Context: an optimization exercise on an open-source flow, tuned for small area. The choices shown serve that exercise and are no tape-out recipe. In this exercise RTL edits were held to simulation tests only and were not proved equivalent to the original. No activity file was given, so power comes from the tool's default toggle rates.

==> flow/design.v <==
module tg_rx (
    input             clk,
    input             rst,
    input             cfg_ok,
    input      [15:0] own_unit,
    input      [15:0] src_rel,
    input      [15:0] src_zs,
    input      [15:0] src_den,
    input      [4:0]  seq_win,
    input             ms_tick,
    input             in_valid,
    input      [7:0]  in_data,
    input             in_last,
    input             in_net,
    output reg        out_valid,
    output reg [3:0]  out_code,
    output reg [1:0]  out_stream,
    output reg        out_net,
    output reg        out_open,
    output reg        out_match,
    output reg        out_mismatch,
    output reg        out_single,
    output     [31:0] out_seq,
    output     [23:0] out_pl,
    output     [2:0]  synced,
    output     [2:0]  pair_open,
    output reg [2:0]  tmo_single
);
    localparam [3:0] C_OK     = 4'h0,
                     C_CRC    = 4'h1,
                     C_FORMAT = 4'h2,
                     C_ADDR   = 4'h3,
                     C_STREAM = 4'h4,
                     C_BEHIND = 4'h5,
                     C_AHEAD  = 4'h6,
                     C_LATE   = 4'h7;
    localparam [9:0] T_PAIR = 10'h204,    
                     T_SYNC = 10'h2B2;    
    reg [5:0]  cnt;           
    reg [31:0] crc;           
    reg        crc_ok;        
    reg        s_own, s_rel, s_zs, s_den;    
    reg        d_own, d_ff;   
    reg        fmt_ok;        
    reg        h1, h2, h3;    
    reg [31:0] fseq;          
    reg [95:0] body;          
    reg        ev_pend;       
    reg        ev_len_ok;
    reg        ev_net;
    function [31:0] crc32c_byte;
        input [31:0] c;
        input [7:0]  d;
        integer k;
        reg [31:0] r;
        begin
            r = c ^ {24'd0, d};
            for (k = 0; k < 8; k = k + 1)
                r = r[0] ? ((r >> 1) ^ 32'h82F63B78) : (r >> 1);
            crc32c_byte = r;
        end
    endfunction
    wire hi = ~cnt[0];
    reg [7:0] crc_b;
    always @* begin
        case (cnt[1:0])
            2'd0: crc_b = crc[31:24];
            2'd1: crc_b = crc[23:16];
            2'd2: crc_b = crc[15:8];
            default: crc_b = crc[7:0];
        endcase
    end
    always @(posedge clk) begin
        if (in_valid && cnt < 6'd28)
            crc <= crc32c_byte(crc | {32{cnt == 6'd0}}, in_data);
        if (in_valid && cnt[5:2] == 4'd7)
            crc_ok <= (crc_ok || cnt[1:0] == 2'd0) && (in_data == ~crc_b);
        if (in_valid && cnt[5:1] == 5'd0) begin
            s_own <= (s_own || hi) && (in_data == (hi ? own_unit[15:8] : own_unit[7:0]));
            s_rel <= (s_rel || hi) && (in_data == (hi ? src_rel[15:8]  : src_rel[7:0]));
            s_zs  <= (s_zs  || hi) && (in_data == (hi ? src_zs[15:8]   : src_zs[7:0]));
            s_den <= (s_den || hi) && (in_data == (hi ? src_den[15:8]  : src_den[7:0]));
        end
        if (in_valid && cnt[5:1] == 5'd1) begin
            d_own <= (d_own || hi) && (in_data == (hi ? own_unit[15:8] : own_unit[7:0]));
            d_ff  <= (d_ff  || hi) && (in_data == 8'hFF);
        end
        if (in_valid && cnt == 6'd4) begin
            h1 <= (in_data == 8'd1);
            h2 <= (in_data == 8'd2);
            h3 <= (in_data == 8'd3);
        end
        if (in_valid && cnt == 6'd5)
            fmt_ok <= (in_data == 8'h01);
        if (in_valid && cnt[5:1] == 5'd3)
            fmt_ok <= fmt_ok && (in_data == 8'h00);
        if (in_valid && cnt[5:2] == 4'd2)
            fseq <= {fseq[23:0], in_data};
        if (in_valid && cnt >= 6'd12 && cnt < 6'd24)
            body <= {body[87:0], in_data};
    end
    always @(posedge clk) begin
        if (rst) begin
            cnt     <= 6'd0;
            ev_pend <= 1'b0;
        end else begin
            ev_pend <= in_valid && in_last;
            if (in_valid) begin
                if (in_last)
                    cnt <= 6'd0;
                else if (cnt != 6'd32)
                    cnt <= cnt + 6'd1;
            end
        end
        ev_len_ok <= (cnt == 6'd31);
        ev_net    <= in_net;
    end
    assign out_seq = fseq;
    assign out_pl  = body[63:40];
    reg         syn   [0:2];
    reg         have  [0:2];    
    reg         popen [0:2];
    reg         pnet  [0:2];
    reg [9:0]   tmr   [0:2];    
    reg [31:0]  sseq  [0:2];    
    reg [128:0] img   [0:2];    
    assign synced    = {syn[2], syn[1], syn[0]};
    assign pair_open = {popen[2], popen[1], popen[0]};
    wire [128:0] cur = {d_ff, body, crc};
    wire [1:0] typ = {h2 | h3, h1 | h3};
    wire         c_syn   = (h1 & syn[0])   | (h2 & syn[1])   | (h3 & syn[2]);
    wire         c_popen = (h1 & popen[0]) | (h2 & popen[1]) | (h3 & popen[2]);
    wire         c_have  = (h1 & have[0])  | (h2 & have[1])  | (h3 & have[2]);
    wire         c_pnet  = (h1 & pnet[0])  | (h2 & pnet[1])  | (h3 & pnet[2]);
    wire [31:0]  c_sseq  = ({32{h1}} & sseq[0]) | ({32{h2}} & sseq[1]) | ({32{h3}} & sseq[2]);
    wire [128:0] c_img   = ({129{h1}} & img[0]) | ({129{h2}} & img[1]) | ({129{h3}} & img[2]);
    wire len_ok = ev_len_ok;
    wire addr_ok = (d_own | d_ff) & ~s_own;
    wire str_ok = cfg_ok & ((h1 & s_rel & (src_rel != 16'd0)) |
                            (h2 & s_zs  & (src_zs  != 16'd0)) |
                            (h3 & s_den & (src_den != 16'd0)));
    wire [31:0] x    = fseq ^ c_sseq;
    wire [5:0]  lo   = {1'b0, fseq[4:0]} - {1'b0, c_sseq[4:0]};
    wire        e_hi = (x[31:5] == 27'd0);
    reg  [26:0] pc;                       
    integer j;
    always @* begin
        pc[0] = 1'b1;
        for (j = 1; j < 27; j = j + 1)
            pc[j] = pc[j-1] & c_sseq[j+4];
    end
    wire        i_hi = (x[31:5] == pc);   
    wire        zero = e_hi && (lo == 6'd0);
    wire        in_w = (lo[5] ? i_hi : e_hi) && (lo[4:0] <= seq_win);
    wire        b31  = (fseq[30:0] < c_sseq[30:0]);
    wire [31:0] d    = {x[31] ^ b31, 31'd0};
    wire        other_net = (c_pnet != ev_net);
    reg [3:0] v_code;
    reg [1:0] v_stream;
    reg       v_open, v_complete;
    always @* begin
        v_code     = C_OK;
        v_stream   = typ;
        v_open     = 1'b0;
        v_complete = 1'b0;
        if (!len_ok) begin
            v_code   = C_FORMAT;
            v_stream = 2'd0;
        end else if (!crc_ok) begin
            v_code   = C_CRC;
            v_stream = 2'd0;
        end else if (!fmt_ok) begin
            v_code = C_FORMAT;
        end else if (!addr_ok) begin
            v_code = C_ADDR;
        end else if (!str_ok) begin
            v_code = C_STREAM;
        end else if (c_syn) begin
            if (zero) begin
                if (c_popen && other_net)
                    v_complete = 1'b1;
                else
                    v_code = C_LATE;
            end else if (in_w) begin
                v_open = 1'b1;
            end else if (!d[31]) begin
                v_code = C_AHEAD;
            end else begin
                v_code = C_BEHIND;
            end
        end else begin
            if (c_popen && zero) begin
                if (other_net)
                    v_complete = 1'b1;
                else
                    v_code = C_LATE;
            end else if (!c_popen && c_have && zero) begin
                v_code = C_LATE;
            end else begin
                v_open = 1'b1;
            end
        end
    end
    wire v_match = (c_img == cur);
    wire ev_open     = ev_pend && v_open;
    wire ev_complete = ev_pend && v_complete;
    wire [2:0] hs = {h3, h2, h1};
    integer i;
    always @(posedge clk) begin
        if (rst) begin
            out_valid    <= 1'b0;
            out_open     <= 1'b0;
            out_match    <= 1'b0;
            out_mismatch <= 1'b0;
            out_single   <= 1'b0;
            tmo_single   <= 3'b000;
            for (i = 0; i < 3; i = i + 1) begin
                syn[i]   <= 1'b0;
                have[i]  <= 1'b0;
                popen[i] <= 1'b0;
            end
        end else begin
            out_valid    <= ev_pend;
            out_open     <= ev_open;
            out_match    <= ev_complete && v_match;
            out_mismatch <= ev_complete && !v_match;
            out_single   <= ev_open && c_popen;
            tmo_single   <= 3'b000;
            for (i = 0; i < 3; i = i + 1) begin
                if (hs[i] && ev_open) begin
                    popen[i] <= 1'b1;
                    have[i]  <= 1'b1;
                end else if (hs[i] && ev_complete) begin
                    popen[i] <= 1'b0;
                    if (v_match)
                        syn[i] <= 1'b1;
                end else if (ms_tick) begin
                    if (popen[i] && tmr[i] == T_PAIR) begin
                        popen[i]      <= 1'b0;
                        tmo_single[i] <= 1'b1;
                    end
                    if (syn[i] && tmr[i] == T_SYNC)
                        syn[i] <= 1'b0;
                end
            end
        end
    end
    always @(posedge clk) begin
        for (i = 0; i < 3; i = i + 1) begin
            if (hs[i] && (ev_open || ev_complete)) begin
                tmr[i] <= 10'd0;
                if (v_open) begin
                    pnet[i] <= ev_net;
                    sseq[i] <= fseq;
                    img[i]  <= cur;
                end
            end else if (ms_tick && (popen[i] || syn[i])) begin
                tmr[i] <= {tmr[i][8:0], ~(tmr[i][9] ^ tmr[i][6])};
            end
        end
    end
    always @(posedge clk) begin
        out_code   <= v_code;
        out_stream <= v_stream;
        out_net    <= ev_net;
    end
endmodule
make LEC_CHECK=0 CAP_MARGIN=20 CORE_MARGIN=2 CORE_UTILIZATION=40 CTS_CLUSTER_DIAMETER=80 CTS_CLUSTER_SIZE=32 PLACE_DENSITY=0.6 SLEW_MARGIN=20 finish   # period 10.0 ns
run.sh (not shown) runs the stock make flow with config.mk's settings and CLKGATE_MAP_FILE= SYNTH_SCRIPT=/design/flow/synth_recipe.tcl, a recipe that flattens the netlist after the stock synthesis.
Edit:
--- a/flow/design.v
+++ b/flow/design.v
@@ -40,11 +40,11 @@
     reg [31:0] crc;           
     reg        crc_ok;        
     reg        s_own, s_rel, s_zs, s_den;    
     reg        d_own, d_ff;   
     reg        fmt_ok;        
-    reg        h1, h2, h3;    
+    reg [1:0]  typ;           
     reg [31:0] fseq;          
     reg [95:0] body;          
     reg        ev_pend;       
     reg        ev_len_ok;
     reg        ev_net;
@@ -83,15 +83,12 @@
         end
         if (in_valid && cnt[5:1] == 5'd1) begin
             d_own <= (d_own || hi) && (in_data == (hi ? own_unit[15:8] : own_unit[7:0]));
             d_ff  <= (d_ff  || hi) && (in_data == 8'hFF);
         end
-        if (in_valid && cnt == 6'd4) begin
-            h1 <= (in_data == 8'd1);
-            h2 <= (in_data == 8'd2);
-            h3 <= (in_data == 8'd3);
-        end
+        if (in_valid && cnt == 6'd4)
+            typ <= (in_data[7:2] == 6'd0) ? in_data[1:0] : 2'd0;
         if (in_valid && cnt == 6'd5)
             fmt_ok <= (in_data == 8'h01);
         if (in_valid && cnt[5:1] == 5'd3)
             fmt_ok <= fmt_ok && (in_data == 8'h00);
         if (in_valid && cnt[5:2] == 4'd2)
@@ -125,11 +122,13 @@
     reg [31:0]  sseq  [0:2];    
     reg [128:0] img   [0:2];    
     assign synced    = {syn[2], syn[1], syn[0]};
     assign pair_open = {popen[2], popen[1], popen[0]};
     wire [128:0] cur = {d_ff, body, crc};
-    wire [1:0] typ = {h2 | h3, h1 | h3};
+    wire h1 = (typ == 2'd1);
+    wire h2 = (typ == 2'd2);
+    wire h3 = (typ == 2'd3);
     wire         c_syn   = (h1 & syn[0])   | (h2 & syn[1])   | (h3 & syn[2]);
     wire         c_popen = (h1 & popen[0]) | (h2 & popen[1]) | (h3 & popen[2]);
     wire         c_have  = (h1 & have[0])  | (h2 & have[1])  | (h3 & have[2]);
     wire         c_pnet  = (h1 & pnet[0])  | (h2 & pnet[1])  | (h3 & pnet[2]);
     wire [31:0]  c_sseq  = ({32{h1}} & sseq[0]) | ({32{h2}} & sseq[1]) | ({32{h3}} & sseq[2]);
@@ -137,25 +136,13 @@
     wire len_ok = ev_len_ok;
     wire addr_ok = (d_own | d_ff) & ~s_own;
     wire str_ok = cfg_ok & ((h1 & s_rel & (src_rel != 16'd0)) |
                             (h2 & s_zs  & (src_zs  != 16'd0)) |
                             (h3 & s_den & (src_den != 16'd0)));
-    wire [31:0] x    = fseq ^ c_sseq;
-    wire [5:0]  lo   = {1'b0, fseq[4:0]} - {1'b0, c_sseq[4:0]};
-    wire        e_hi = (x[31:5] == 27'd0);
-    reg  [26:0] pc;                       
-    integer j;
-    always @* begin
-        pc[0] = 1'b1;
-        for (j = 1; j < 27; j = j + 1)
-            pc[j] = pc[j-1] & c_sseq[j+4];
-    end
-    wire        i_hi = (x[31:5] == pc);   
-    wire        zero = e_hi && (lo == 6'd0);
-    wire        in_w = (lo[5] ? i_hi : e_hi) && (lo[4:0] <= seq_win);
-    wire        b31  = (fseq[30:0] < c_sseq[30:0]);
-    wire [31:0] d    = {x[31] ^ b31, 31'd0};
+    wire [31:0] d    = fseq - c_sseq;
+    wire        zero = (d == 32'd0);
+    wire        in_w = (d[31:5] == 27'd0) && (d[4:0] <= seq_win);
     wire        other_net = (c_pnet != ev_net);
     reg [3:0] v_code;
     reg [1:0] v_stream;
     reg       v_open, v_complete;
     always @* begin
Clock skew hardly moves; total power went up by about 4%; clock power went up by about 9%; wire length went up by 10%; clock-buffer cell count went up by 5; worst hold slack gains 15 ps.

==> re-timing with driven ports <==
The results above use ideal ports. As a check the final layouts listed here were re-extracted and re-timed, cells and wires unchanged. Step 1: set_driving_cell puts a clkbuf_16 on clk and a buf_2 on each other input, an assumption about the parent block. Step 2 adds t to the input delays and takes it off the output delays; t is the mean of the earliest and latest rising clock arrival at the registers after step 1. Input paths then give back, and output paths get back, about the clock's delay inside the block. Slacks: ideal ports / drivers / drivers and shift; pairs: ideal ports / drivers.
| run | shift t [ns] | slack for setup (ns) | worst slew at a driven data input, ns |
|---|---|---|---|
| the first run | 0.688 | 4.291 / 4.291 / 3.888 | 0.09 |
| the second run | 0.655 | 2.307 / 2.307 / 2.307 | 0.08 |
After both steps every run listed still meets setup and hold. The setup slack of the first run, which loses most, moves by 0.000 ns with the drivers and by -0.403 ns with both steps.
